From an optimization exercise on the open Yosys and OpenROAD flow, aimed at small area; shortcuts taken in it are not production practice.
At most, simulation tests tie the RTL to the original design; equivalence was not proved.
The RTL of run 2 was laid out without a check of its function.
Power is estimated from default activity; no workload was simulated.

## flow/config.mk

```make
export PLATFORM = sky130hd
export DESIGN_NAME = stitch_decode
export DESIGN_NICKNAME = stitch_decode
export VERILOG_FILES = /design/flow/design.v
export SDC_FILE = /design/flow/constraint.sdc
export NUM_CORES = 4
export LEC_CHECK = 0
export ABC_AREA = 1
export CAP_MARGIN = 20
export CORE_MARGIN = 2
export CORE_UTILIZATION = 50
export CTS_BUF_LIST = sky130_fd_sc_hd__clkbuf_8 sky130_fd_sc_hd__clkbuf_16
export CTS_CLUSTER_DIAMETER = 100
export CTS_CLUSTER_SIZE = 24
export PLACE_DENSITY = 0.85
export SLEW_MARGIN = 20
```

## flow/constraint.sdc

```tcl
create_clock -name core_clock -period 25.0 [get_ports {clk}]
set_input_delay 5.0000 -clock core_clock [delete_from_list [all_inputs] [get_ports {clk}]]
set_output_delay 5.0000 -clock core_clock [all_outputs]
set_load 0.01 [all_outputs]
```

## flow/design.v

```verilog
module stitch_decode (
    input  wire        clk,
    input  wire        rst,
    input  wire [63:0] cfg_desc_a,
    input  wire [63:0] cfg_desc_b,
    input  wire [23:0] cfg_tcorr,
    input  wire [11:0] cfg_phase,
    input  wire [8:0]  cfg_port,
    input  wire [55:0] frame_start,
    input  wire [28:0] frame_len,
    input  wire        cast_on,
    input  wire        in_valid,
    input  wire [1:0]  in_sync,
    input  wire [63:0] in_payload,
    input  wire [51:0] in_arrival,
    input  wire        in_skip1,
    output wire        out_hit1_valid,
    output wire [63:0] out_hit1_word,
    output wire        out_hit2_valid,
    output wire [63:0] out_hit2_word,
    output reg  [28:0] out_ptime,
    output wire        out_close,
    output wire        out_close_hit2,
    output wire        out_sync_err,
    output wire        out_crc_err,
    output wire        out_unknown,
    output wire [1:0]  out_order,
    output wire [1:0]  out_gap,
    output wire [1:0]  out_badchan,
    output reg         out_desc_invalid
);
    function [63:0] shr;
        input [63:0] x;
        input [5:0]  s;
        integer k, j;
        reg [63:0] y;
        begin
            y = x;
            for (k = 5; k >= 0; k = k - 1)
                if (s[k])
                    for (j = 0; j + (1 << k) < 64; j = j + 1)
                        y[j] = y[j + (1 << k)];
            shr = y;
        end
    endfunction
    function [63:0] rotr;
        input [63:0] x;
        input [5:0]  s;
        integer k, j;
        reg [63:0] y;
        reg [63:0] t;
        begin
            y = x;
            for (k = 5; k >= 0; k = k - 1) begin
                t = y;
                if (s[k])
                    for (j = 0; j < 64; j = j + 1)
                        y[j] = t[(j + (1 << k)) % 64];
            end
            rotr = y;
        end
    endfunction
    wire [1:0]  d_mode       = cfg_desc_a[63:62];
    wire        d_hpb        = cfg_desc_a[61];
    wire        d_check      = cfg_desc_a[60];
    wire [7:0]  d_chan_count = cfg_desc_a[59:52];
    wire [5:0]  d_chan_pos   = cfg_desc_a[51:46];
    wire [2:0]  d_chan_w     = cfg_desc_a[45:43];
    wire [5:0]  d_val_pos    = cfg_desc_a[42:37];
    wire [3:0]  d_val_w      = cfg_desc_a[36:33];
    wire [2:0]  d_val_rsh    = cfg_desc_a[32:30];
    wire [5:0]  d_time_pos   = cfg_desc_a[29:24];
    wire [4:0]  d_time_w     = cfg_desc_a[23:19];
    wire [3:0]  d_time_unit  = cfg_desc_a[18:15];
    wire [23:0] d_time_ofs   = cfg_desc_b[63:40];
    wire [5:0]  d_stride     = cfg_desc_b[39:34];
    wire [6:0]  d_valid_pos  = cfg_desc_b[33:27];
    wire [53:0] cdiff_s = {1'b0, {47'd0, d_chan_pos}} + {1'b0, {47'h7FFF_FFFF_FFFF, ~d_stride}} + {53'd0, 1'b1};
    wire [53:0] vdiff_s = {1'b0, {47'd0, d_val_pos}} + {1'b0, {47'h7FFF_FFFF_FFFF, ~d_stride}} + {53'd0, 1'b1};
    wire [53:0] tdiff_s = {1'b0, {47'd0, d_time_pos}} + {1'b0, {47'h7FFF_FFFF_FFFF, ~d_stride}} + {53'd0, 1'b1};
    wire [6:0]  cdiff   = cdiff_s[6:0];
    wire [6:0]  vdiff   = vdiff_s[6:0];
    wire [6:0]  tdiff   = tdiff_s[6:0];
    wire [53:0] ctop_s = {1'b0, {47'd0, d_chan_pos}} + {1'b0, {50'd0, d_chan_w}} + {53'd0, 1'b0};
    wire [53:0] vtop_s = {1'b0, {47'd0, d_val_pos}} + {1'b0, {49'd0, d_val_w}} + {53'd0, 1'b0};
    wire [53:0] ttop_s = {1'b0, {47'd0, d_time_pos}} + {1'b0, {48'd0, d_time_w}} + {53'd0, 1'b0};
    function field_bad;
        input [5:0] pos;
        input       nz;
        input [6:0] top;      
        input [6:0] diff;     
        begin
            field_bad = nz && (
                (top[6] && top[5:0] != 6'd0) ||
                (d_check && pos[5:3] == 3'd0) ||
                (d_hpb && diff[6]) ||
                (d_hpb && d_check && diff[6:3] == 4'd0));
        end
    endfunction
    wire [53:0] wu_s = {1'b0, {48'd0, d_time_w}} + {1'b0, {49'd0, d_time_unit}} + {53'd0, 1'b0};
    wire [5:0]  wu   = wu_s[5:0];
    wire desc_invalid =
        field_bad(d_chan_pos, d_chan_w != 3'd0, ctop_s[6:0], cdiff) |
        field_bad(d_val_pos,  d_val_w != 4'd0,  vtop_s[6:0], vdiff) |
        field_bad(d_time_pos, d_time_w != 5'd0, ttop_s[6:0], tdiff) |
        (d_valid_pos[6] && d_valid_pos[5:0] != 6'd63) |
        (wu > 6'd28) |
        (d_time_w[4:3] == 2'd0) |
        (d_chan_count == 8'd0) | (d_chan_count[7] && d_chan_count[6:0] != 7'd0) |
        (d_mode == 2'd3);
    wire [53:0] v1_s = {1'b0, {47'd0, d_val_pos}} + {1'b0, {50'd0, d_val_rsh}} + {53'd0, 1'b0};
    wire [53:0] v2_s = {1'b0, {47'd0, vdiff}} + {1'b0, {50'd0, d_val_rsh}} + {53'd0, 1'b0};
    wire [53:0] t1_s = {1'b0, {47'd0, d_time_pos}} + {1'b0, {49'h1_FFFF_FFFF_FFFF, ~d_time_unit}} + {53'd0, 1'b1};
    wire [53:0] t2_s = {1'b0, {46'd0, tdiff}} + {1'b0, {49'h1_FFFF_FFFF_FFFF, ~d_time_unit}} + {53'd0, 1'b1};
    wire [5:0] sh_c1 = d_chan_pos;
    wire [5:0] sh_c2 = cdiff[5:0];
    wire [5:0] sh_v1 = v1_s[5:0];
    wire [5:0] sh_v2 = v2_s[5:0];
    reg  [5:0] sh_t, sh_t2;
    always @(posedge clk) begin
        sh_t  <= t1_s[5:0];
        sh_t2 <= t2_s[5:0];
    end
    wire [6:0] cmask;
    genvar gi;
    generate
        for (gi = 0; gi < 7; gi = gi + 1) begin : g_cm
            assign cmask[gi] = (gi < d_chan_w);
        end
    endgenerate
    wire signed [5:0] vlen = $signed({2'b00, d_val_w}) - $signed({3'b000, d_val_rsh});
    wire [11:0] vmask;
    generate
        for (gi = 0; gi < 12; gi = gi + 1) begin : g_vm
            assign vmask[gi] = ($signed(gi) < vlen);
        end
    endgenerate
    reg  [5:0]  wu_r;
    reg  [3:0]  tu_r;
    always @(posedge clk) begin
        wu_r <= wu;
        tu_r <= d_time_unit;
    end
    wire [27:0] tmask;
    wire [27:0] twin;
    generate
        for (gi = 0; gi < 28; gi = gi + 1) begin : g_tm
            assign tmask[gi] = (gi < wu_r);
            assign twin[gi]  = (gi < wu_r) && (gi >= tu_r);
        end
    endgenerate
    wire        ph_neg = cfg_phase[11];
    wire [10:0] ph_x   = cfg_phase[10:0] ^ {11{ph_neg}};
    wire [53:0] ph_3x = {1'b0, {42'd0, ph_x}} + {1'b0, {41'd0, ph_x, 1'b0}} + {53'd0, 1'b0};
    wire [53:0] ph_t = {1'b0, ph_3x[52:0]} + {1'b0, {48'd0, ph_neg ? 5'd18 : 5'd15}} + {53'd0, 1'b0};  
    wire [7:0]  ph_h   = ph_t[12:5];
    wire [6:0]  ph_l   = {ph_t[4:0], 2'b10};
    wire [53:0] ph_3h = {1'b0, {45'd0, ph_h}} + {1'b0, {44'd0, ph_h, 1'b0}} + {53'd0, 1'b0};
    wire [53:0] ph_z_s = {1'b0, ph_3h[52:0]} + {1'b0, {46'd0, ph_l}} + {53'd0, 1'b0};
    wire [9:0]  ph_z   = ph_z_s[9:0];
    wire [2:0]  ph_k   = (ph_z >= 10'd500) ? 3'd4 : (ph_z >= 10'd375) ? 3'd3 :
                         (ph_z >= 10'd250) ? 3'd2 : (ph_z >= 10'd125) ? 3'd1 : 3'd0;
    wire [53:0] ph_q_s = {1'b0, {45'd0, ph_h}} + {1'b0, {50'd0, ph_k}} + {53'd0, 1'b0};
    wire [7:0]  ph_q   = ph_q_s[7:0];
    wire [53:0] corr_a;
    rc_add u_corr_a (.a({{29{cfg_tcorr[23]}}, cfg_tcorr}), .b({{29{d_time_ofs[23]}}, d_time_ofs}), .ci(1'b0), .s(corr_a));
    wire [53:0] corr_s;
    rc_add u_corr_s (.a(corr_a[52:0]), .b({{45{ph_neg}}, ph_q ^ {8{ph_neg}}}), .ci(ph_neg), .s(corr_s));
    reg  [25:0] corr;
    always @(posedge clk)
        corr <= corr_s[25:0];
    wire [51:0] s16 = frame_start[55:4];
    localparam [7:0] T_IDLE    = 8'h0F;
    localparam [7:0] T_TRAIN   = 8'h1B;
    localparam [7:0] T_TICK    = 8'h2D;
    localparam [7:0] T_ECHO    = 8'h4E;
    localparam [7:0] T_STATUS  = 8'h55;
    localparam [7:0] T_SCREPLY = 8'h63;
    wire        is_data = (in_sync == 2'b01);
    wire        is_ctl  = (in_sync == 2'b10);
    wire cx64 = in_payload[14] ^ in_payload[56];
    wire cx65 = in_payload[20] ^ in_payload[22];
    wire cx66 = in_payload[24] ^ in_payload[26];
    wire cx67 = in_payload[36] ^ in_payload[51];
    wire cx68 = in_payload[38] ^ in_payload[42];
    wire cx69 = in_payload[47] ^ in_payload[60];
    wire cx70 = in_payload[53] ^ in_payload[57];
    wire cx71 = cx64 ^ cx67;
    wire cx72 = in_payload[21] ^ in_payload[23];
    wire cx73 = in_payload[25] ^ in_payload[37];
    wire cx74 = in_payload[54] ^ in_payload[58];
    wire cx75 = in_payload[55] ^ in_payload[59];
    wire cx76 = in_payload[8] ^ cx71;
    wire cx77 = in_payload[15] ^ cx68;
    wire cx78 = in_payload[27] ^ cx65;
    wire cx79 = in_payload[31] ^ cx66;
    wire cx80 = in_payload[39] ^ cx70;
    wire cx81 = in_payload[9] ^ in_payload[52];
    wire cx82 = in_payload[28] ^ cx72;
    wire cx83 = in_payload[30] ^ cx73;
    wire cx84 = in_payload[18] ^ cx74;
    wire cx85 = in_payload[19] ^ cx75;
    wire cx86 = in_payload[16] ^ in_payload[43];
    wire cx87 = in_payload[29] ^ in_payload[62];
    wire cx88 = in_payload[48] ^ in_payload[61];
    wire cx89 = cx69 ^ cx76;
    wire cx90 = cx77 ^ cx79;
    wire cx91 = cx78 ^ cx80;
    wire cx92 = cx86 ^ cx91;
    wire cx93 = in_payload[17] ^ in_payload[40];
    wire cx94 = in_payload[32] ^ in_payload[44];
    wire cx95 = in_payload[49] ^ cx94;
    wire cx96 = in_payload[63] ^ cx81;
    wire cx97 = cx82 ^ cx83;
    wire cx98 = in_payload[10] ^ in_payload[33];
    wire cx99 = in_payload[41] ^ in_payload[45];
    wire cx100 = cx84 ^ cx99;
    wire cx101 = in_payload[11] ^ in_payload[34];
    wire cx102 = in_payload[46] ^ cx85;
    wire cx103 = in_payload[56] ^ cx101;
    wire cx104 = in_payload[12] ^ in_payload[35];
    wire cx105 = in_payload[52] ^ cx69;
    wire cx106 = in_payload[13] ^ in_payload[50];
    wire syn0 = in_payload[0] ^ in_payload[58] ^ cx87 ^ cx88 ^ cx89 ^ cx90 ^ cx92;
    wire syn1 = in_payload[1] ^ in_payload[29] ^ in_payload[53] ^ in_payload[54] ^ in_payload[59] ^ cx65 ^ cx68 ^ cx79 ^ cx89 ^ cx93 ^ cx95 ^ cx96 ^ cx97;
    wire syn2 = in_payload[2] ^ in_payload[16] ^ in_payload[20] ^ in_payload[32] ^ in_payload[42] ^ in_payload[47] ^ in_payload[50] ^ in_payload[55] ^ in_payload[62] ^ cx72 ^ cx76 ^ cx81 ^ cx83 ^ cx98 ^ cx100;
    wire syn3 = in_payload[3] ^ in_payload[17] ^ in_payload[21] ^ in_payload[22] ^ in_payload[37] ^ in_payload[43] ^ in_payload[48] ^ in_payload[51] ^ cx70 ^ cx90 ^ cx96 ^ cx98 ^ cx102 ^ cx103;
    wire syn4 = in_payload[4] ^ in_payload[10] ^ in_payload[23] ^ in_payload[25] ^ in_payload[38] ^ cx84 ^ cx92 ^ cx95 ^ cx103 ^ cx104 ^ cx105;
    wire syn5 = in_payload[5] ^ in_payload[11] ^ in_payload[33] ^ in_payload[36] ^ in_payload[44] ^ in_payload[45] ^ cx66 ^ cx74 ^ cx80 ^ cx82 ^ cx85 ^ cx88 ^ cx93 ^ cx104 ^ cx106;
    wire syn6 = in_payload[6] ^ in_payload[12] ^ in_payload[13] ^ in_payload[24] ^ in_payload[34] ^ in_payload[40] ^ in_payload[46] ^ in_payload[49] ^ in_payload[60] ^ cx71 ^ cx73 ^ cx75 ^ cx78 ^ cx87 ^ cx100;
    wire syn7 = in_payload[7] ^ in_payload[26] ^ in_payload[35] ^ in_payload[41] ^ in_payload[57] ^ in_payload[61] ^ in_payload[63] ^ cx64 ^ cx77 ^ cx97 ^ cx102 ^ cx105 ^ cx106;
    wire        crc_ok  = !(syn0 | syn1 | syn2 | syn3 | syn4 | syn5 | syn6 | syn7);
    wire [7:0]  c_type  = in_payload[63:56];
    reg         ctl_known;
    always @(*) begin
        case (c_type)
            T_IDLE:    ctl_known = (in_payload[55:8] == 48'd0);
            T_TRAIN:   ctl_known = (in_payload[15:9] == 7'd0);
            T_TICK:    ctl_known = (in_payload[27:8] == 20'd0);
            T_ECHO:    ctl_known = (in_payload[23:8] == 16'd0);
            T_STATUS:  ctl_known = (in_payload[52:40] == 13'd0);
            T_SCREPLY: ctl_known = 1'b1;
            default:   ctl_known = 1'b0;
        endcase
    end
    wire ev_sync = !is_data && !is_ctl;
    wire ev_crc  = (is_data && d_check && !crc_ok) || (is_ctl && !crc_ok);
    wire ev_unk  = is_ctl && crc_ok && !ctl_known;
    wire is_tick = is_ctl && crc_ok && (c_type == T_TICK) && (in_payload[27:8] == 20'd0);
    wire is_hits = is_data && (crc_ok || !d_check);
    wire h2_marked = (d_valid_pos == 7'd127) || in_payload[d_valid_pos[5:0]];
    reg         b_valid, b_cast;
    reg         b_v1, b_v2, b_tick;
    reg  [1:0]  b_ev;         
    reg  [63:0] b_p;
    reg  [51:0] b_a;
    always @(posedge clk) begin
        b_valid <= in_valid;
        b_cast  <= cast_on;
        b_v1    <= (is_tick || is_hits) && !in_skip1;
        b_v2    <= is_hits && d_hpb && h2_marked;
        b_tick  <= is_tick;
        b_ev    <= ev_sync ? 2'd1 : ev_crc ? 2'd2 : ev_unk ? 2'd3 : 2'd0;
        b_p     <= in_payload;
        b_a     <= in_arrival;
    end
    wire [63:0] x_c1 = shr(b_p, sh_c1);
    wire [63:0] x_c2 = shr(b_p, sh_c2);
    wire [63:0] x_v1 = shr(b_p, sh_v1);
    wire [63:0] x_v2 = shr(b_p, sh_v2);
    wire [63:0] x_t1 = rotr(b_p, b_tick ? 6'd28 : sh_t);
    wire [63:0] x_t2 = rotr(b_p, sh_t2);
    wire [6:0]  ch1  = x_c1[6:0] & cmask;
    wire [6:0]  ch2  = x_c2[6:0] & cmask;
    wire [11:0] val1 = x_v1[11:0] & vmask;
    wire [11:0] val2 = x_v2[11:0] & vmask;
    wire [27:0] m1   = b_tick ? 28'hFFF_FFFF : tmask;
    wire [27:0] r1   = x_t1[27:0] & (b_tick ? 28'hFFF_FFFF : twin);
    wire [27:0] r2   = x_t2[27:0] & twin;
    wire [53:0] d1_s;
    rc_add u_d1_s (.a({25'd0, b_a[27:0]}), .b({25'd0, ~r1}), .ci(1'b1), .s(d1_s));
    wire [53:0] d2_s;
    rc_add u_d2_s (.a({25'd0, b_a[27:0]}), .b({25'd0, ~r2}), .ci(1'b1), .s(d2_s));
    wire [27:0] d1   = d1_s[27:0] & m1;
    wire [27:0] d2   = d2_s[27:0] & tmask;
    wire [53:0] a1l_s;
    rc_add u_a1l_s (.a({25'd0, b_a[27:0]}), .b({25'd0, {2{corr[25]}}, corr}), .ci(1'b0), .s(a1l_s));
    wire        a1_c  = a1l_s[28];
    wire [23:0] ah    = b_a[51:28];
    wire [23:0] ah_step, A1h_dec;
    rc_step u_ahs (.x(ah), .up(a1_c), .y(ah_step));
    wire [23:0] A1h     = (corr[25] == a1_c) ? ah : ah_step;
    rc_step u_a1d (.x(A1h), .up(1'b0), .y(A1h_dec));
    wire [53:0] td1_s;
    rc_add u_td1_s (.a({25'd0, a1l_s[27:0]}), .b({25'h1FF_FFFF, ~d1}), .ci(1'b1), .s(td1_s));
    wire [53:0] td2_s;
    rc_add u_td2_s (.a({25'd0, a1l_s[27:0]}), .b({25'h1FF_FFFF, ~d2}), .ci(1'b1), .s(td2_s));
    wire [51:0] tdev1 = {td1_s[28] ? A1h_dec : A1h, td1_s[27:0]};
    wire [51:0] tdev2 = {td2_s[28] ? A1h_dec : A1h, td2_s[27:0]};
    wire [53:0] tf1_s;
    rc_add u_tf1_s (.a({25'd0, tdev1[27:0]}), .b({25'd0, ~s16[27:0]}), .ci(1'b1), .s(tf1_s));
    wire [53:0] tf2_s;
    rc_add u_tf2_s (.a({25'd0, tdev2[27:0]}), .b({25'd0, ~s16[27:0]}), .ci(1'b1), .s(tf2_s));
    wire [27:0] tf1   = tf1_s[27:0];
    wire [27:0] tf2   = tf2_s[27:0];
    wire [53:0] y_s;
    rc_add u_y (.a({29'd0, ah}), .b({29'h1FFF_FFFF, ~s16[51:28]}), .ci(1'b1), .s(y_s));
    wire [24:0] Y     = y_s[24:0];
    wire        y_neg = Y[24];
    wire        y_sm  = !y_neg && (Y[23:2] == 22'd0);
    wire        y_m1  = (Y == 25'h1FF_FFFF);
    wire        y_0   = y_sm && (Y[1:0] == 2'd0);
    wire        y_1   = y_sm && (Y[1:0] == 2'd1);
    wire        y_2   = y_sm && (Y[1:0] == 2'd2);
    wire        y_3   = y_sm && (Y[1:0] == 2'd3);
    wire        dA_p  = (corr[25] != a1_c) && a1_c;
    wire        dA_m  = (corr[25] != a1_c) && !a1_c;
    wire [2:0]  c1    = {2'd0, td1_s[28]} + {2'd0, !tf1_s[28]} + {2'd0, dA_m} - {2'd0, dA_p};
    wire [2:0]  c2    = {2'd0, td2_s[28]} + {2'd0, !tf2_s[28]} + {2'd0, dA_m} - {2'd0, dA_p};
    reg         gap1, gap2, hz1, hz2;
    always @(*) begin
        case (c1)
            3'd7:    begin gap1 = y_neg && !y_m1;             hz1 = y_m1; end
            3'd0:    begin gap1 = y_neg;                      hz1 = y_0;  end
            3'd1:    begin gap1 = y_neg || y_0;               hz1 = y_1;  end
            3'd2:    begin gap1 = y_neg || y_0 || y_1;        hz1 = y_2;  end
            default: begin gap1 = y_neg || y_0 || y_1 || y_2; hz1 = y_3;  end
        endcase
        case (c2)
            3'd7:    begin gap2 = y_neg && !y_m1;             hz2 = y_m1; end
            3'd0:    begin gap2 = y_neg;                      hz2 = y_0;  end
            3'd1:    begin gap2 = y_neg || y_0;               hz2 = y_1;  end
            3'd2:    begin gap2 = y_neg || y_0 || y_1;        hz2 = y_2;  end
            default: begin gap2 = y_neg || y_0 || y_1 || y_2; hz2 = y_3;  end
        endcase
    end
    wire        lt1L, lt2L;
    rc_lt u_lt1L  (.a({25'd0, tf1}), .b({24'd0, frame_len}), .lt(lt1L));
    rc_lt u_lt2L  (.a({25'd0, tf2}), .b({24'd0, frame_len}), .lt(lt2L));
    wire        cl1   = !hz1 || !lt1L;
    wire        cl2   = !hz2 || !lt2L;
    reg         open;      
    reg         pt_any;    
    reg  [51:0] pt_dev;    
    wire        ord1_pt, ord2_pt, d1_lt_d2;
    rc_lt u_ord1 (.a({1'b0, tdev1}), .b({1'b0, pt_dev}), .lt(ord1_pt));
    rc_lt u_ord2 (.a({1'b0, tdev2}), .b({1'b0, pt_dev}), .lt(ord2_pt));
    rc_lt u_d12  (.a({25'd0, d1}), .b({25'd0, d2}), .lt(d1_lt_d2));
    wire v1 = b_v1;
    wire v2 = b_v2;
    wire is_tick_b = b_tick;
    wire open_in = b_cast ? 1'b1 : open;
    wire act     = b_valid && open_in;
    wire do1  = act && v1;
    wire i1_o = pt_any && ord1_pt;
    wire i1_g = !i1_o && gap1;
    wire i1_c = !i1_o && !gap1 && cl1;
    wire i1_p = !i1_o && !gap1 && !cl1;
    wire pass1 = do1 && i1_p;
    wire do2  = act && v2 && !(do1 && i1_c);
    wire i2_o = pass1 ? d1_lt_d2 : (pt_any && ord2_pt);
    wire i2_g = !i2_o && gap2;
    wire i2_c = !i2_o && !gap2 && cl2;
    wire i2_p = !i2_o && !gap2 && !cl2;
    wire pass2 = do2 && i2_p;
    wire closing = (do1 && i1_c) || (do2 && i2_c);
    always @(posedge clk) begin
        if (rst) begin
            open   <= 1'b0;
            pt_any <= 1'b0;
        end else begin
            open   <= open_in && !closing;
            if (pass1 || pass2)
                pt_any <= 1'b1;
        end
        if (pass1 || pass2)
            pt_dev <= pass2 ? tdev2 : tdev1;
    end
    wire ok1 = ({1'b0, ch1} < d_chan_count);
    wire ok2 = ({1'b0, ch2} < d_chan_count);
    reg [2:0] e1, e2;
    always @(*) begin
        e1 = 3'd0;
        e2 = 3'd0;
        if (act && b_ev != 2'd0) begin
            e1 = 3'd7; e2 = {1'b0, b_ev};
        end else begin
            if (do1) begin
                if (i1_o)      e1 = 3'd1;
                else if (gap1) e1 = 3'd2;
                else if (cl1)  e1 = 3'd3;
                else if (is_tick_b) e1 = 3'd6;
                else if (ok1)  e1 = 3'd4;
                else           e1 = 3'd5;
            end
            if (do2) begin
                if (i2_o)      e2 = 3'd1;
                else if (gap2) e2 = 3'd2;
                else if (cl2)  e2 = 3'd3;
                else           e2 = {1'b1, pass1 && !d1_lt_d2, !ok2};
            end
        end
    end
    localparam W = 1 + 3 + 3 + 28 + 28 + 12 + 12 + 7 + 7;
    wire [W-1:0] st1 = {b_cast, e1, e2, tf1, tf2, val1, val2, ch1, ch2};
    reg  [W-1:0] st2, st3, st4, st5;
    always @(posedge clk) begin
        st2 <= st1;
        st3 <= st2;
        st4 <= st3;
    end
    always @(posedge clk) begin
        if (rst)
            st5[W-1:W-7] <= 7'd0;
        else
            st5[W-1:W-7] <= st4[W-1:W-7];
        st5[W-8:0] <= st4[W-8:0];
    end
    wire        q_cast = st4[W-1];
    wire [2:0]  q_e1   = st4[W-2:W-4];
    wire [2:0]  q_e2   = st4[W-5:W-7];
    wire [27:0] q_tf1  = st4[W-8:W-35];
    wire [27:0] q_tf2  = st4[W-36:W-63];
    wire        q_blk  = (q_e1 == 3'd7);
    wire        q_p1   = (q_e1 == 3'd4) || (q_e1 == 3'd5) || (q_e1 == 3'd6);
    wire        q_p2   = !q_blk && q_e2[2];
    wire        q_cl   = (q_e1 == 3'd3) || (!q_blk && q_e2 == 3'd3);
    wire        q_sel2 = q_p2 && (!q_p1 || q_e2[1]);
    wire [27:0] q_cand = q_sel2 ? q_tf2 : q_tf1;
    wire [28:0] pin = q_cast ? 29'd0 : out_ptime;
    wire        q_up;
    rc_lt u_qup (.a({24'd0, pin}), .b({25'd0, q_cand}), .lt(q_up));
    wire [28:0] pm  = ((q_p1 || q_p2) && q_up) ? {1'b0, q_cand} : pin;
    always @(posedge clk) begin
        if (rst) begin
            out_ptime        <= 29'd0;
            out_desc_invalid <= 1'b0;
        end else begin
            out_ptime        <= q_cl ? frame_len : pm;
            out_desc_invalid <= desc_invalid;
        end
    end
    wire [2:0]  o_e1  = st5[W-2:W-4];
    wire [2:0]  o_e2  = st5[W-5:W-7];
    wire [27:0] o_tf1 = st5[W-8:W-35];
    wire [27:0] o_tf2 = st5[W-36:W-63];
    wire [11:0] o_v1  = st5[37:26];
    wire [11:0] o_v2  = st5[25:14];
    wire [6:0]  o_c1  = st5[13:7];
    wire [6:0]  o_c2  = st5[6:0];
    wire        o_blk = (o_e1 == 3'd7);
    assign out_hit1_valid = (o_e1 == 3'd4);
    assign out_hit2_valid = !o_blk && o_e2[2] && !o_e2[0];
    assign out_close      = (o_e1 == 3'd3) || (!o_blk && o_e2 == 3'd3);
    assign out_close_hit2 = !o_blk && (o_e2 == 3'd3);
    assign out_sync_err   = o_blk && (o_e2 == 3'd1);
    assign out_crc_err    = o_blk && (o_e2 == 3'd2);
    assign out_unknown    = o_blk && (o_e2 == 3'd3);
    assign out_order      = {1'b0, o_e1 == 3'd1} + {1'b0, !o_blk && o_e2 == 3'd1};
    assign out_gap        = {1'b0, o_e1 == 3'd2} + {1'b0, !o_blk && o_e2 == 3'd2};
    assign out_badchan    = {1'b0, o_e1 == 3'd5} + {1'b0, !o_blk && o_e2[2] && o_e2[0]};
    assign out_hit1_word  = {8'h10, o_v1, cfg_port, o_c1, o_tf1};
    assign out_hit2_word  = {8'h10, o_v2, cfg_port, o_c2, o_tf2};
endmodule
module rc_add (
    input  wire [52:0] a,
    input  wire [52:0] b,
    input  wire        ci,
    output wire [53:0] s
);
    wire [53:0] c;
    assign c[0] = ci;
    genvar i;
    generate
        for (i = 0; i < 53; i = i + 1) begin : g_bit
            assign s[i]     = a[i] ^ b[i] ^ c[i];
            assign c[i + 1] = (a[i] & b[i]) | (a[i] & c[i]) | (b[i] & c[i]);
        end
    endgenerate
    assign s[53] = c[53];
endmodule
module rc_lt (
    input  wire [52:0] a,
    input  wire [52:0] b,
    output wire        lt
);
    wire [53:0] c;
    assign c[0] = 1'b0;
    genvar i;
    generate
        for (i = 0; i < 53; i = i + 1) begin : g_bit
            assign c[i + 1] = (~a[i] & b[i]) | (~a[i] & c[i]) | (b[i] & c[i]);
        end
    endgenerate
    assign lt = c[53];
endmodule
module rc_step (
    input  wire [23:0] x,
    input  wire        up,
    output wire [23:0] y
);
    wire [24:0] t;
    assign t[0] = 1'b1;
    genvar i;
    generate
        for (i = 0; i < 24; i = i + 1) begin : g_bit
            assign y[i]     = x[i] ^ t[i];
            assign t[i + 1] = t[i] & (x[i] ~^ up);
        end
    endgenerate
endmodule
```

## flow/flow/run.sh

```bash
#!/bin/bash
# The standard layout (standard.sh) with two changes:
#  - synthesis maps the logic with an area-oriented ABC script
#    (flow/abc_synth.tcl wraps synth_recipe.tcl; registers are untouched)
#  - ports are buffered by sky130_fd_sc_hd__buf_1
set -euo pipefail
here=$(pwd)
sed "s#SYNTH_SCRIPT=[^ ]*synth_recipe.tcl#SYNTH_SCRIPT=$here/flow/abc_synth.tcl#" standard.sh > my_standard.sh
grep -q "SYNTH_SCRIPT=$here/flow/abc_synth.tcl" my_standard.sh
export BUFFER_PORTS_ARGS="-buffer_cell sky130_fd_sc_hd__buf_1"
bash my_standard.sh > standard.log 2>&1
```

## flow/flow/abc_area_min.script

```
strash; &get -n; &st; &dch; &nf -a; &put; topo; stime -c; buffer -c; upsize -c; dnsize -c
```

## flow/flow/abc_synth.tcl

```tcl
# The standard flow's synthesis (synth_recipe.tcl, beside this flow's folder), with ABC
# mapping the logic by the area-oriented script abc_area_min.script
set flow_dir [file dirname [file normalize [info script]]]
proc abc {args} {
  global flow_dir
  set i [lsearch -exact $args -script]
  if { $i >= 0 } { lset args [expr {$i + 1}] $flow_dir/abc_area_min.script }
  yosys abc {*}$args
}
source [file dirname $flow_dir]/synth_recipe.tcl
```

## flow/standard.sh

```bash
#!/bin/bash
# synth_recipe.tcl (not shown) runs the flow's synth.tcl, then flattens the netlist and writes it again
# the make line also repeats each setting of config.mk as NAME=value (left out here)
make -C /OpenROAD-flow-scripts/flow DESIGN_CONFIG=/design/flow/config.mk WORK_HOME=/design/flow/orfs CLKGATE_MAP_FILE= SYNTH_SCRIPT=/design/flow/synth_recipe.tcl "${@:-finish}"
```

==> run_results.csv, run 1 <==
group,metric,value,unit
routing,drtIter0Drc,3116,
critical_path,critPathBufInv,6,
global_routing,grt_pass1_vias,33297,
sta,setup_viol,0,
synth,netlist_area,42000,µm²
global_routing,grt_use_total,0.271,
global_routing,grt_start_max_net_pins,81,
clocking,clk_path_buf_depth,3,
synth,yosys.area.top_type_share,0.289,
sta,slew_headroom,0.307,
routing,wl_met2,56900,µm
sta,finalHoldViolCount,0,
hold_path,hold_class,"reg2reg",
pwr,ir_worst_vdd,129,µV
floorplan,ioPinCount,552,
clocking,post_cts_resized,0,
synth,yosysUniqueCellTypes,78,
clocking,hold_buffers,0,
critical_path,slowest_delay,750,ps
global_routing,grt_pass1_wl,183000,µm
floorplan,die_h,294,µm
floorplan,die_area,86400,µm²
floorplan,die_w,294,µm
synth,synth.avg_cell_area,9.44,µm²
synth,ys_warn_count,1,
routing,wire_per_inst,20.6,µm
pwr,p_clk_frac,0.078,
routing,firstDrtPassIters,6,
sta,timing.final.crit_period,20360,ps
synth,yosysTopAreaCell,"dfxtp_1",
pwr,power.density,173,nW/µm²
routing,wl_met3,9850,µm
routing,wl_met1,47200,µm
finish,area_delta_synth_final,8.50,%
sta,finClkSkew,48.0,ps
critical_path,crit_type,"reg2reg",
routing,routed_via_density,5.87,
pwr,power_switching,3.66,mW
synth,synth.most_common_cell,"dfxtp_1",
critical_path,startpoint_type,"flip-flop",
routing,vias,34463,
critical_path,path_common_cell,"fa_1",
finish,multi_input_area,26000,µm²
sta,setup_tns,0,ps
placed_design,io_buffers,462,
clocking,htreeDepth,2,
finish,regArea,13700,µm²
synth,yosys-top-cells-count,"dfxtp_1, inv_1, nand2_1",
finish,fill_cells,7177,
synth,synth-seq-cells,658,
global_routing,antenna_found_initial,15,
sta,drv_slew,0,
clocking,cts_tree,"built",
clocking,clk_pin_slew,100,ps
synth,syn_inst,4454,
flow_run,maxCapViolCount,0,
critical_path,crit_slowest_cell,"nand2_1",
floorplan,num_rows,106,
critical_path,crit_family,"adder cells",
outcome,status,"finished clean",
pwr,seq_power_share,0.208,
synth,ys.flop_type,"dfxtp_1",
critical_path,path_max_fanout,56,
synth,synth_edf_count,52,
routing,post-route-drc-count,0,
placed_design,hpwlAfterDp,94700,µm
floorplan,placeableCoreArea,83400,µm²
finish,drive_gt1_frac,0.0569,
sta,max_freq,49.1,MHz
pwr,p_int,4.25,mW
pwr,power_frac_comb,0.713,
clocking,clock-root-buffer,"clkbuf_16",
critical_path,cp-end-kind,"flip-flop",
pwr,total_power,7.91,mW
placed_design,globalplace.congestion,1.01,
routing,drtAntennaViolNets,0,
clocking,numClockSinks,658,
sta,period_share,0.815,
synth,synth_area_leaders,"dfxtp_1, fa_1, mux2i_1",
finish,nets,5565,
sta,worstMarginPinSlew,1040,ps
synth,synthArstFlopShare,0,
synth,synth_seq_area_share,0.326,
routing,top_layer,"met5",
critical_path,cp_data_required_time,25240,ps
critical_path,worstPathArrival,20600,ps
sta,rsz0062_at_grt,"no",
routing,wirelength,121000,µm
clocking,clk_latency,610,ps
clocking,cts_setup_buffers,0,
clocking,cts_buffers,35,
global_routing,grt.overflow.total,0,
floorplan,start_util,0.504,
pwr,leakagePower,19.1,nW
pwr,switching_share,0.463,
==> metal layers <==
layer  vias to the layer above  GRT usage
met5                         -          0
met4                        12      0.142
met3                       345     0.0403
met2                      1674      0.454
met1                     16385      0.339
li1                      16047          -
==> sequential cells by signal, indices dropped and copies added (netlist names), 3 cells and up <==
name           flops
st2              101
st3              101
st4              101
b_p               64
b_a               52
pt_dev            52
out_hit1_word     47
out_hit2_word     47
out_ptime         29
corr              26
sh_t2              6
sh_t               6
wu_r               6
tu_r               4
o_e1               3
o_e2               3
==> power groups by stage <==
stage               clock network, mW  registers [mW]  logic, mW
floorplan                           0            1.65       4.15
global placement                    0            1.66       5.33
detailed placement                  0            1.67       5.53
CTS                             0.632            1.65       5.57
global route                    0.666            1.67       6.28
finish                          0.619            1.65       5.64
==> metrics by stage <==
stage | utilization | instances | worst slack [ps] | hold WS [ps] | area (µm²)
floorplan | - | 4468 | 5570 | 310 | 42100
global placement | 0.534 | 5811 | 4740 | 310 | 44500
detailed placement | 0.534 | 5811 | 4610 | 312 | 44500
CTS | 0.546 | 5861 | 4560 | 318 | 45600
global route | 0.547 | 5869 | 3560 | 327 | 45600
finish | 0.547 | 5872 | 4640 | 323 | 45600
==> path summary, 6_finish.rpt <==
kind	startpoint	endpoint	slack [ps]	cells past startpoint
max reg2reg	b_tick	pt_dev[19]	4640	65
max	b_tick	pt_dev[19]	4640	65
min	st4[13]	out_hit1_word[34]	320	0
min reg2reg	st4[13]	out_hit1_word[34]	320	0
==> cell usage in the layout, fill, tap and decap left out, types with 19 or more instances in the layout <==
| cell | netlist | routed |
|---|---|---|
| dfxtp_1 | 606 | 602 |
| buf_1 | 26 | 459 |
| inv_1 | 379 | 385 |
| nand2_1 | 364 | 362 |
| a21oi_1 | 344 | 344 |
| o21ai_0 | 317 | 317 |
| nor2_1 | 292 | 289 |
| fa_1 | 277 | 277 |
| mux2i_1 | 258 | 258 |
| xnor2_1 | 176 | 172 |
| ha_1 | 139 | 139 |
| xor2_1 | 98 | 95 |
| o22ai_1 | 84 | 84 |
| a211oi_1 | 78 | 78 |
| nor2b_1 | 61 | 61 |
| mux4_2 | 57 | 57 |
| edfxtp_1 | 52 | 52 |
| nand2b_1 | 50 | 50 |
| mux2_2 | 47 | 47 |
| buf_4 | 34 | 46 |
| nand3_1 | 44 | 44 |
| clkbuf_16 | 0 | 36 |
| a221oi_1 | 34 | 34 |
| o221ai_1 | 34 | 34 |
| a21o_1 | 34 | 34 |
| a22oi_1 | 29 | 29 |
| nor3_1 | 27 | 26 |
| maj3_2 | 26 | 26 |
| o211ai_1 | 22 | 22 |
| maj3_1 | 19 | 19 |
==> kinds of logic after synthesis <==
| kind of cell | after synthesis | share of synthesized area |
|---|---|---|
| muxes | 374 | 0.109 |
| DFF | 658 | 0.326 |
| other | 2 | 0.000179 |
| AOI/OAI and AO/OA | 1106 | 0.161 |
| buffers and inverters | 626 | 0.0594 |
| and+or+nand+nor | 951 | 0.103 |
| adders and majority gates | 461 | 0.185 |
| xor gates and xnor gates | 276 | 0.0581 |
==> final cells by class <==
type | count | share of cell area
inverter | 381 | 0.0314
sequential | 658 | 0.300
clock inverter | 13 | 0.00239
multi-input combinational | 3184 | 0.570
clock buffer | 37 | 0.0200
tap | 1080 | 0.0296
antenna | 11 | 0.000603
timing repair buffer | 508 | 0.0457
==> run 2: changes to the inputs <==
--- a/flow/design.v
+++ b/flow/design.v
@@ -135,18 +135,12 @@
             assign vmask[gi] = ($signed(gi) < vlen);
         end
     endgenerate
-    reg  [5:0]  wu_r;
-    reg  [3:0]  tu_r;
-    always @(posedge clk) begin
-        wu_r <= wu;
-        tu_r <= d_time_unit;
-    end
     wire [27:0] tmask;
     wire [27:0] twin;
     generate
         for (gi = 0; gi < 28; gi = gi + 1) begin : g_tm
-            assign tmask[gi] = (gi < wu_r);
-            assign twin[gi]  = (gi < wu_r) && (gi >= tu_r);
+            assign tmask[gi] = (gi < wu);
+            assign twin[gi]  = (gi < wu) && (gi >= d_time_unit);
         end
     endgenerate
     wire        ph_neg = cfg_phase[11];
--- a/flow/config.mk
+++ b/flow/config.mk
@@ -12,5 +12,4 @@
 export CTS_BUF_LIST = sky130_fd_sc_hd__clkbuf_8 sky130_fd_sc_hd__clkbuf_16
 export CTS_CLUSTER_DIAMETER = 100
 export CTS_CLUSTER_SIZE = 24
-export PLACE_DENSITY = 0.85
 export SLEW_MARGIN = 20
==> run_results.csv, run 2 <==
group,metric,value,unit
outcome,status,"finished clean",
floorplan,die_h,293,µm
critical_path,cp-end-kind,"flip-flop",
clocking,clk_path_buf_depth,3,
finish,final_cell_mix,"dfxtp_1, buf_1, nand2_1",
floorplan,placeableCoreArea,83300,µm²
finish,top_regs,"st2: 101 flops, st3: 101 flops, st4: 101 flops",
routing,firstDrtPassIters,6,
placed_design,placedCellCount,5858,
synth,netlist_area,41800,µm²
synth,synth.most_common_cell,"dfxtp_1",
critical_path,critPathBufInv,4,
pwr,leakagePower,19.2,nW
floorplan,die_area,86000,µm²
sta,finalHoldViolCount,0,
critical_path,crit_slowest_cell,"buf_4",
synth,yosysUniqueCellTypes,81,
sta,slew_headroom,0.314,
finish,layout.cells.non_filler,5926,
routing,drtIter0Drc,2612,
critical_path,startpoint_type,"input pin",
sta,period_share,0.953,
synth,synth_area_leaders,"dfxtp_1, fa_1, mux2i_1",
routing,vias,33662,
critical_path,slowest_delay,550,ps
flow_run,maxCapViolCount,0,
global_routing,grt_pass1_wl,188000,µm
synth,ys.flop_type,"dfxtp_1",
global_routing,grt_start_max_net_pins,70,
clocking,hold_buffers,0,
floorplan,start_util,0.502,
sta,setup_viol,0,
synth,synth_seq_area_share,0.323,
finish,drive_gt1_frac,0.0645,
synth,syn_inst,4476,
global_routing,antenna_found_initial,24,
critical_path,path_common_cell,"fa_1",
pwr,total_power,7.74,mW
clocking,numClockSinks,648,
finish,area_delta_synth_final,9.19,%
sta,layout_setup_ws,1180,ps
critical_path,worstPathArrival,24180,ps
finish,mostFrequentLayoutCell,"dfxtp_1",
global_routing,grt.overflow.total,0,
sta,worstMarginPinSlew,1030,ps
synth,yosysTopAreaCell,"dfxtp_1",
routing,wire_per_inst,20.8,µm
synth,synth.avg_cell_area,9.34,µm²
floorplan,num_rows,106,
hold_path,hold_class,"reg2reg",
placed_design,globalplace.congestion,0.980,
floorplan,die_w,293,µm
placed_design,dp_slack,793,ps
pwr,ir_worst_vdd,102,µV
routing,post-route-drc-count,0,
synth,ys_warn_count,1,
clocking,clk_pin_slew,90,ps
pwr,power.density,169,nW/µm²
sta,drv_slew,0,
placed_design,io_buffers,462,
sta,finClkSkew,38.2,ps
critical_path,crit_type,"in2reg",
synth,yosys-top-cells-count,"dfxtp_1, nand2_1, inv_1",
routing,drtAntennaViolNets,0,
clocking,clk_latency,610,ps
routing,wirelength,123000,µm
floorplan,ioPinCount,552,
clocking,clock-root-buffer,"clkbuf_16",
clocking,cts_setup_buffers,0,
placed_design,hpwlAfterDp,97600,µm
sta,setup_tns,0,ps
synth,synth-seq-cells,648,
sta,timing.final.crit_period,23820,ps
synth,synth_edf_count,52,
critical_path,crit_family,"adder cells",
sta,max_freq,42.0,MHz
clocking,post_cts_resized,0,
critical_path,path_max_fanout,38,
sta,rsz0062_at_grt,"no",
critical_path,cp_data_required_time,25360,ps
synth,yosys.area.top_type_share,0.285,
routing,routed_via_density,5.68,
global_routing,grt_pass1_vias,32552,
clocking,cts_tree,"built",
clocking,htreeDepth,2,
finish,nets,5614,
synth,synthArstFlopShare,0,
clocking,cts_buffers,37,
finish,fill_cells,7740,
global_routing,grt_use_total,0.282,
==> run 2: changes by cell type in the layout (fill, tap and decap cells not counted), sizes merged, moves of 25 or more <==
| cell | before | now |
|---|---|---|
| a21o | 34 | 62 |
| buf | 505 | 530 |
| mux2i | 258 | 233 |
| nand2 | 364 | 390 |
| nor2 | 292 | 354 |
| nor2b | 61 | 30 |
==> run 2: per-stage QoR <==
stage,utilization,hold WS [ps],instance area (µm²)
after detailed placement,0.534,312,44500
final,0.548,315,45700
after global placement,0.534,310,44500
after global routing,0.548,322,45700
after CTS,0.548,321,45600
after floorplan,-,310,41900
==> run 2: layer usage <==
layer  track usage  vias up  share of wire
met1         0.375    15894           0.43
met4         0.116       26          0.045
li1              -    16114              -
met5             0        -         0.0013
met3        0.0579      288          0.079
met2         0.449     1340           0.45
==> run 2: area by class of cell <==
cell class	instances	area [µm²]	area share
well taps	1080	1350	0.0296
clock inverters	19	205	0.00449
repair buffers	531	2270	0.0496
diodes	11	27.5	0.000603
multi-input cells	3217	25900	0.568
clock buffers	38	951	0.0208
inverters	382	1430	0.0314
flip-flops and latches	648	13500	0.296
==> run 2: final timing paths <==
path	from	to	slack (ps)	depth (start not counted)
worst min-delay path	st3[93]	st4[93]	310	0
worst max register to register	b_tick	pt_dev[7]	5160	60
worst max-delay path	cfg_desc_a[19]	pt_dev[7]	1180	62
worst min register to register	st3[93]	st4[93]	310	0
==> run 2: logic make-up (layout without fill, tap and decap cells) <==
logic type / count (synthesis) / count (layout) / synth area share
AND/OR/NAND/NOR: 1022 / 1022 / 0.108
XOR/XNOR: 274 / 274 / 0.0574
flip-flops: 648 / 648 / 0.323
multiplexers: 348 / 348 / 0.102
other: 2 / 27 / 0.000180
adder cells (fa/ha/maj): 481 / 481 / 0.191
AO/OA/AOI/OAI: 1076 / 1076 / 0.159
buffers and inverters: 625 / 970 / 0.0603
==> run 2: where the power goes <==
part	switching, mW	internal, mW
logic	3.05	2.42
clock network	0.366	0.290
registers	0.133	1.48

## afterwards: timing with drivers on the ports
How much do the figures lean on ideal ports? The routed layouts below were timed once more, with nothing changed but the port constraints.
Step 1 sets driving cells, clkbuf_16 on the clock port and buf_2 on the other inputs (assumed; they add their load-dependent delay and slew).
Step 2 times the ports against the registers' clock, not the clock port: input delays grow and output delays shrink by t, the midpoint of the rising clock arrivals with the driver on.
Three values: ideal, step 1, step 2; two values: the first two.
run | t (ns) | slack for setup (ns) | worst register clock-pin slew, ns
run 1 | 0.654 | 4.635 / 4.635 / 4.634 | 0.10 / 0.10
run 2 | 0.665 | 1.180 / 1.095 / 0.430 | 0.10 / 0.10
After both steps setup and hold are still met in every run listed. For run 2, which loses most, drivers alone change the setup slack by -0.085 ns; drivers and shift together by -0.750 ns.
